Source: an optimization exercise on an open RTL-to-GDS flow (aim: small area and a short achievable clock period). Production flows keep margins and buffers that such runs may drop.
Only simulation tests tie the RTL to the original design; equivalence was not proved.
The clock input has no modelled driver; a real chip could not lean on it and would need a root buffer or a full tree.
No activity file was given, so power comes from the tool's default toggle rates.

== main ==
==> flow/design.v (excerpt) <==
module adc_correct (
    input  wire        clk,
    input  wire        rst,           
    input  wire        cfg_we,
    input  wire [4:0]  cfg_addr,      
    input  wire [31:0] cfg_wdata,
    input  wire        swap,          
    output wire        active_half,
    input  wire        in_valid,
    input  wire [15:0] in_code,
    output reg         out_valid,
    output reg  [23:0] out_sample,
    output reg         out_sat
);
    reg        half;                      
    reg        half_n;                    
    assign active_half = half;
    reg        w_we;
    reg        w_h1;                            
    reg [4:0]  w_addr;
    reg [31:0] w_data;
    always @(posedge clk) begin
        w_we   <= cfg_we & ~rst;
        w_h1   <= half_n;
        w_addr <= cfg_addr;
        w_data <= cfg_wdata;
    end
    wire       gain_ok = |w_data[23:0];         
    wire       we0 = w_we & ~w_h1;
    wire       we1 = w_we & w_h1;
    wire       wo0 = we0 & (w_addr == 5'd0);
    wire       wo1 = we1 & (w_addr == 5'd0);
    wire       wg0 = we0 & (w_addr == 5'd1) & gain_ok;
    wire       wg1 = we1 & (w_addr == 5'd1) & gain_ok;
    wire [15:0] wl0, wl1;
    genvar gi;
    generate
        for (gi = 0; gi < 16; gi = gi + 1) begin : g_wdec
            assign wl0[gi] = we0 & (w_addr == gi + 2);
            assign wl1[gi] = we1 & (w_addr == gi + 2);
        end
    endgenerate
    reg [23:0] ofs_t0, ofs_t1, gain_t0, gain_t1;
    reg        ofs_id0, ofs_id1, gain_id0, gain_id1;    
    reg [15:0] lin_id0, lin_id1;
    always @(posedge clk) begin
        if (rst) begin
            half <= 1'b0;
            half_n <= 1'b1;
  ...
For scale: ~5300 cells after synthesis, ~1500 flip-flops, roughly 0.071 mm2 of cells after synthesis.
clock: 22.0 ns
lec_check: 0
cap_margin: 20
core_margin: 2
core_utilization: 40
slew_margin: 20
standard.sh (not shown) runs the stock make flow with config.mk's settings and CLKGATE_MAP_FILE= SYNTH_SCRIPT=/design/flow/synth_recipe.tcl, a recipe that flattens the netlist after the stock synthesis.
==> flow/flow/run.sh <==
#!/bin/bash
# The standard layout (standard.sh, unchanged synthesis) with two changes to
# how the layout is optimised; the constraints and clock are the standard flow's own:
#  - repair_timing keeps 16 ns of extra setup slack (sizes for a ~6 ns period)
#  - the port buffers are buf_4 cells instead of the resizer's default pick
set -euo pipefail
cd "$(dirname "$0")/.."
bash standard.sh SETUP_SLACK_MARGIN=16 "BUFFER_PORTS_ARGS=-buffer_cell sky130_fd_sc_hd__buf_4" finish > standard_flow.log 2>&1
Every stage of the flow completed for main, and the final layout passed the timing, design-rule and antenna checks.
Inputs modified between main and the feature branch:
Settings: CTS_CLUSTER_DIAMETER newly set to 80; CTS_CLUSTER_SIZE newly set to 30.
[summary]
main → the feature branch: detailed-router iteration count before antenna repair now sits at about the same level; worst slack after detailed placement now sits at about the same level.
On core utilization: between the feature branch and main, it ends up lower for the feature branch.
Summary of the feature branch over main: power dissipated in the clock network dropped 30%; clock skew climbed 0.012 ns.
Taking main as the reference, in the feature branch area growth from synthesis to final layout lower, routed length on met3 rose by about 1.8%, clock group share of total power decreased by 7.7 points relative to the old numbers.
Cell area | the feature branch vs main | the feature branch smaller

## exp/indigo
Another version of the RTL of adc_correct (not shown whole).
For scale: about 5,100 cells after synthesis, ~1,500 flip-flops, roughly 85 I/O pins, ~70,000 um^2 of cells after synthesis.
// adc_correct
module adc_correct (
    input  wire        clk,
    input  wire        rst,           
    input  wire        cfg_we,
    input  wire [4:0]  cfg_addr,      
    input  wire [31:0] cfg_wdata,
    input  wire        swap,          
    output wire        active_half,
    input  wire        in_valid,
    input  wire [15:0] in_code,
    output reg         out_valid,
    output reg  [23:0] out_sample,
    output reg         out_sat
);
export LEC_CHECK = 0
export CAP_MARGIN = 20
export CORE_MARGIN = 2
export CORE_UTILIZATION = 40
export CTS_CLUSTER_DIAMETER = 90
export CTS_CLUSTER_SIZE = 26
export SLEW_MARGIN = 20
create_clock -name core_clock -period 22.0 [get_ports {clk}]
==> flow/flow/run.sh <==
#!/bin/bash
# The standard layout (standard.sh, unchanged synthesis), with changes to
# how the layout is optimised; the constraints and clock are the standard flow's own:
#  - repair_timing keeps 16.6 ns of extra setup slack (sizes for a ~5.4 ns period)
#  - the port buffers are buf_4 cells instead of the resizer's default pick
#  - after CTS, flow/post_cts.tcl replaces TritonCTS's three-level clock tree
#    with a balanced two-level one (4 roots on the clock port, 23-register
#    leaf clusters) and repairs timing again
set -euo pipefail
cd "$(dirname "$0")/.."
bash standard.sh SETUP_SLACK_MARGIN=16.6 \
  "BUFFER_PORTS_ARGS=-buffer_cell sky130_fd_sc_hd__buf_4" \
  "POST_CTS_TCL=$PWD/flow/post_cts.tcl" \
  finish > standard_flow.log 2>&1
==> flow/flow/post_cts.tcl <==
# POST_CTS hook: replace TritonCTS's three-level clock tree with a balanced
# two-level one.  The clock port drives 4 clkbuf_16 roots; each root drives
# the clkbuf_16 leaves of its quarter of the registers; each leaf drives a
# cluster of at most 23 register clock pins (recursive median bisection of
# the pin positions).  Every register sees the same two buffer levels.
# Timing is then repaired as cts.tcl does and the placement legalised.
source [file join [file dirname [info script]] build_tree.tcl]

proc ct_rip {} {
  set block [ord::get_db_block]
  set clk [$block findNet clk]
  set sinks {}
  set dead_insts {}
  set dead_nets {}
  set frontier [list $clk]
  while {[llength $frontier]} {
    set net [lindex $frontier 0]
    set frontier [lrange $frontier 1 end]
    foreach it [$net getITerms] {
      if {![$it isInputSignal]} continue
      set inst [$it getInst]
      set m [[$inst getMaster] getName]
      if {[regexp {__(clkbuf|clkinv|buf|inv|clkdlybuf\w*|dlygate\w*)_\d+$} $m]} {
        lappend dead_insts $inst
        foreach ot [$inst getITerms] {
          if {[$ot isOutputSignal] && [$ot getNet] ne "NULL"} {
            lappend frontier [$ot getNet]
            lappend dead_nets [$ot getNet]
          }
        }
      } else {
        lappend sinks $it
      }
    }
  }
  puts "ct_rip: [llength $dead_insts] clock tree cells removed, [llength $sinks] sinks"
  foreach it $sinks { $it disconnect }
  foreach inst $dead_insts { odb::dbInst_destroy $inst }
  foreach net $dead_nets { odb::dbNet_destroy $net }
  foreach it $sinks { $it connect $clk }
}

ct_rip
ct_build 4 23
set_propagated_clock [all_clocks]
log_cmd detailed_placement
log_cmd estimate_parasitics -placement
report_clock_latency
repair_timing_helper
log_cmd detailed_placement
check_placement -verbose
log_cmd estimate_parasitics -placement
report_clock_latency
Other scripts of this flow, unchanged in this note and not shown: flow/flow/build_tree.tcl
exp/indigo | stages: all done | timing, DRC, antenna: all pass
Input-level comparison between exp/delta and exp/indigo:
==> flow/flow/run.sh <==
#!/bin/bash
# The standard layout (standard.sh, unchanged synthesis), with changes to
# how the layout is optimised; the constraints and clock are the standard flow's own:
#  - repair_timing keeps 16.75 ns of extra setup slack (sizes for a ~5.4 ns period)
#  - the port buffers are buf_2 cells instead of the resizer's default pick
#  - after CTS, flow/post_cts.tcl replaces TritonCTS's three-level clock tree
#    with a balanced two-level one (4 roots on the clock port, 26-register
#    leaf clusters) and repairs timing again
set -euo pipefail
cd "$(dirname "$0")/.."
bash standard.sh SETUP_SLACK_MARGIN=16.75 \
  "BUFFER_PORTS_ARGS=-buffer_cell sky130_fd_sc_hd__buf_2" \
  "POST_CTS_TCL=$PWD/flow/post_cts.tcl" \
  finish > standard_flow.log 2>&1
--- a/flow/flow/post_cts.tcl
+++ b/flow/flow/post_cts.tcl
@@ -3,3 +3,3 @@
 # the clkbuf_16 leaves of its quarter of the registers; each leaf drives a
-# cluster of at most 23 register clock pins (recursive median bisection of
+# cluster of at most 26 register clock pins (recursive median bisection of
 # the pin positions).  Every register sees the same two buffer levels.
@@ -43,3 +43,3 @@
 ct_rip
-ct_build 4 23
+ct_build 4 26
 set_propagated_clock [all_clocks]
--- a/flow/config.mk
+++ b/flow/config.mk
@@ -9,3 +9,3 @@
 export CORE_MARGIN = 2
-export CORE_UTILIZATION = 40
+export CORE_UTILIZATION = 55
 export CTS_CLUSTER_DIAMETER = 90
==> comparison <==
[compare] base=exp/indigo new=exp/delta: row count saw a decrease; portion of total power attributed to the clock network went down by 0.5 points; hold slack neither gained nor lost much. After synthesis and placement, the instance count of exp/delta is below that of exp/indigo. Summary: with exp/indigo as the reference, count of inserted tapcells in exp/delta moved down by more than a quarter.
### exp/delta -> exp/zinc
==> flow/flow/run.sh <==
#!/bin/bash
# The standard layout (standard.sh, unchanged synthesis), with changes to
# how the layout is optimised; the constraints and clock are the standard flow's own:
#  - repair_timing keeps 16.6 ns of extra setup slack (sizes for a ~5.4 ns period)
#  - the port buffers are buf_4 cells instead of the resizer's default pick
#  - after CTS, flow/post_cts.tcl replaces TritonCTS's three-level clock tree
#    with a balanced two-level one (4 roots on the clock port, 26-register
#    leaf clusters) and repairs timing again
set -euo pipefail
cd "$(dirname "$0")/.."
bash standard.sh SETUP_SLACK_MARGIN=16.6 \
  "BUFFER_PORTS_ARGS=-buffer_cell sky130_fd_sc_hd__buf_4" \
  "POST_CTS_TCL=$PWD/flow/post_cts.tcl" \
  finish > standard_flow.log 2>&1
--- a/flow/config.mk
+++ b/flow/config.mk
@@ -9,3 +9,3 @@
 export CORE_MARGIN = 2
-export CORE_UTILIZATION = 55
+export CORE_UTILIZATION = 40
 export CTS_CLUSTER_DIAMETER = 90
Findings:
exp/zinc did not stop at any stage, and its layout met the timing, design-rule and antenna checks.
exp/delta vs exp/zinc, last element of the critical path: active_half vs out_sample[21]
Switching share of power of exp/zinc is on par with exp/delta.
exp/zinc ended with less initial antenna violation count than exp/delta.
As far as synthesis-stage register bit count is concerned, exp/zinc and exp/delta perform about the same.
Input changes introduced in exp/juniper (baseline for comparison: exp/zinc):
--- a/flow/flow/run.sh
+++ b/flow/flow/run.sh
@@ -4,3 +4,3 @@
 #  - repair_timing keeps 16.6 ns of extra setup slack (sizes for a ~5.4 ns period)
-#  - the port buffers are buf_4 cells instead of the resizer's default pick
+#  - the port buffers are buf_2 cells instead of the resizer's default pick
 #  - after CTS, flow/post_cts.tcl replaces TritonCTS's three-level clock tree
@@ -11,3 +11,3 @@
 bash standard.sh SETUP_SLACK_MARGIN=16.6 \
-  "BUFFER_PORTS_ARGS=-buffer_cell sky130_fd_sc_hd__buf_4" \
+  "BUFFER_PORTS_ARGS=-buffer_cell sky130_fd_sc_hd__buf_2" \
   "POST_CTS_TCL=$PWD/flow/post_cts.tcl" \
--- a/flow/config.mk
+++ b/flow/config.mk
@@ -9,5 +9,6 @@
 export CORE_MARGIN = 2
-export CORE_UTILIZATION = 40
+export CORE_UTILIZATION = 55
 export CTS_CLUSTER_DIAMETER = 90
 export CTS_CLUSTER_SIZE = 26
+export PLACE_DENSITY = 0.5
 export SLEW_MARGIN = 20
The ratio of final minimum period to clock period on exp/juniper is in line with that on exp/zinc.
exp/zinc → exp/juniper: wire length was more or less identical; switching power went down by about 0.7%.
Core utilization: exp/juniper higher than exp/zinc
Compared with exp/zinc, exp/juniper shows a higher highest ir drop seen on vdd.
Xor and xnor fraction of the mapped netlist area: exp/juniper vs exp/zinc identical
Going from exp/zinc to exp/juniper, total chip power down 0.43%; relative area change from synthesis to final layout lower; cell area dropped 1.4%.
No run of this note takes its clock network from TritonCTS; it comes from the design's own scripts or RTL.

what the ideal ports hide:
How much do the figures lean on ideal ports? The routed layouts below were timed once more, with nothing changed but the port constraints. Step 1 assumes that a clkbuf_16 drives the clock port and a buf_2 every other input. Step 2, shift: input delay + t, output delay - t, t = (earliest + latest rising clock arrival at the registers) / 2. This alone moves slack from input paths to output paths. Slacks: no drivers / after step 1 / after step 2; pairs: no drivers / after step 1.
| run | t, ns | slack for setup (ns) | worst register clock-pin slew, ns | worst data-port slew with drivers (ns) |
|---|---|---|---|---|
| main | 0.859 | 16.312 / 16.244 / 16.312 | 0.07 / 0.07 | 0.07 |
| the feature branch | 0.804 | 16.265 / 16.253 / 16.265 | 0.12 / 0.12 | 0.07 |
| exp/indigo | 0.674 | 16.626 / 16.468 / 16.480 | 0.12 / 0.12 | 0.12 |
| exp/delta | 0.659 | 16.627 / 16.472 / 16.516 | 0.11 / 0.11 | 0.06 |
| exp/zinc | 0.674 | 16.626 / 16.468 / 16.480 | 0.12 / 0.12 | 0.12 |
| exp/juniper | 0.665 | 16.637 / 16.478 / 16.481 | 0.11 / 0.11 | 0.06 |
After both steps every run listed still meets setup and hold. For exp/juniper, which loses most, drivers alone change the setup slack by -0.159 ns; drivers and shift together by -0.156 ns.
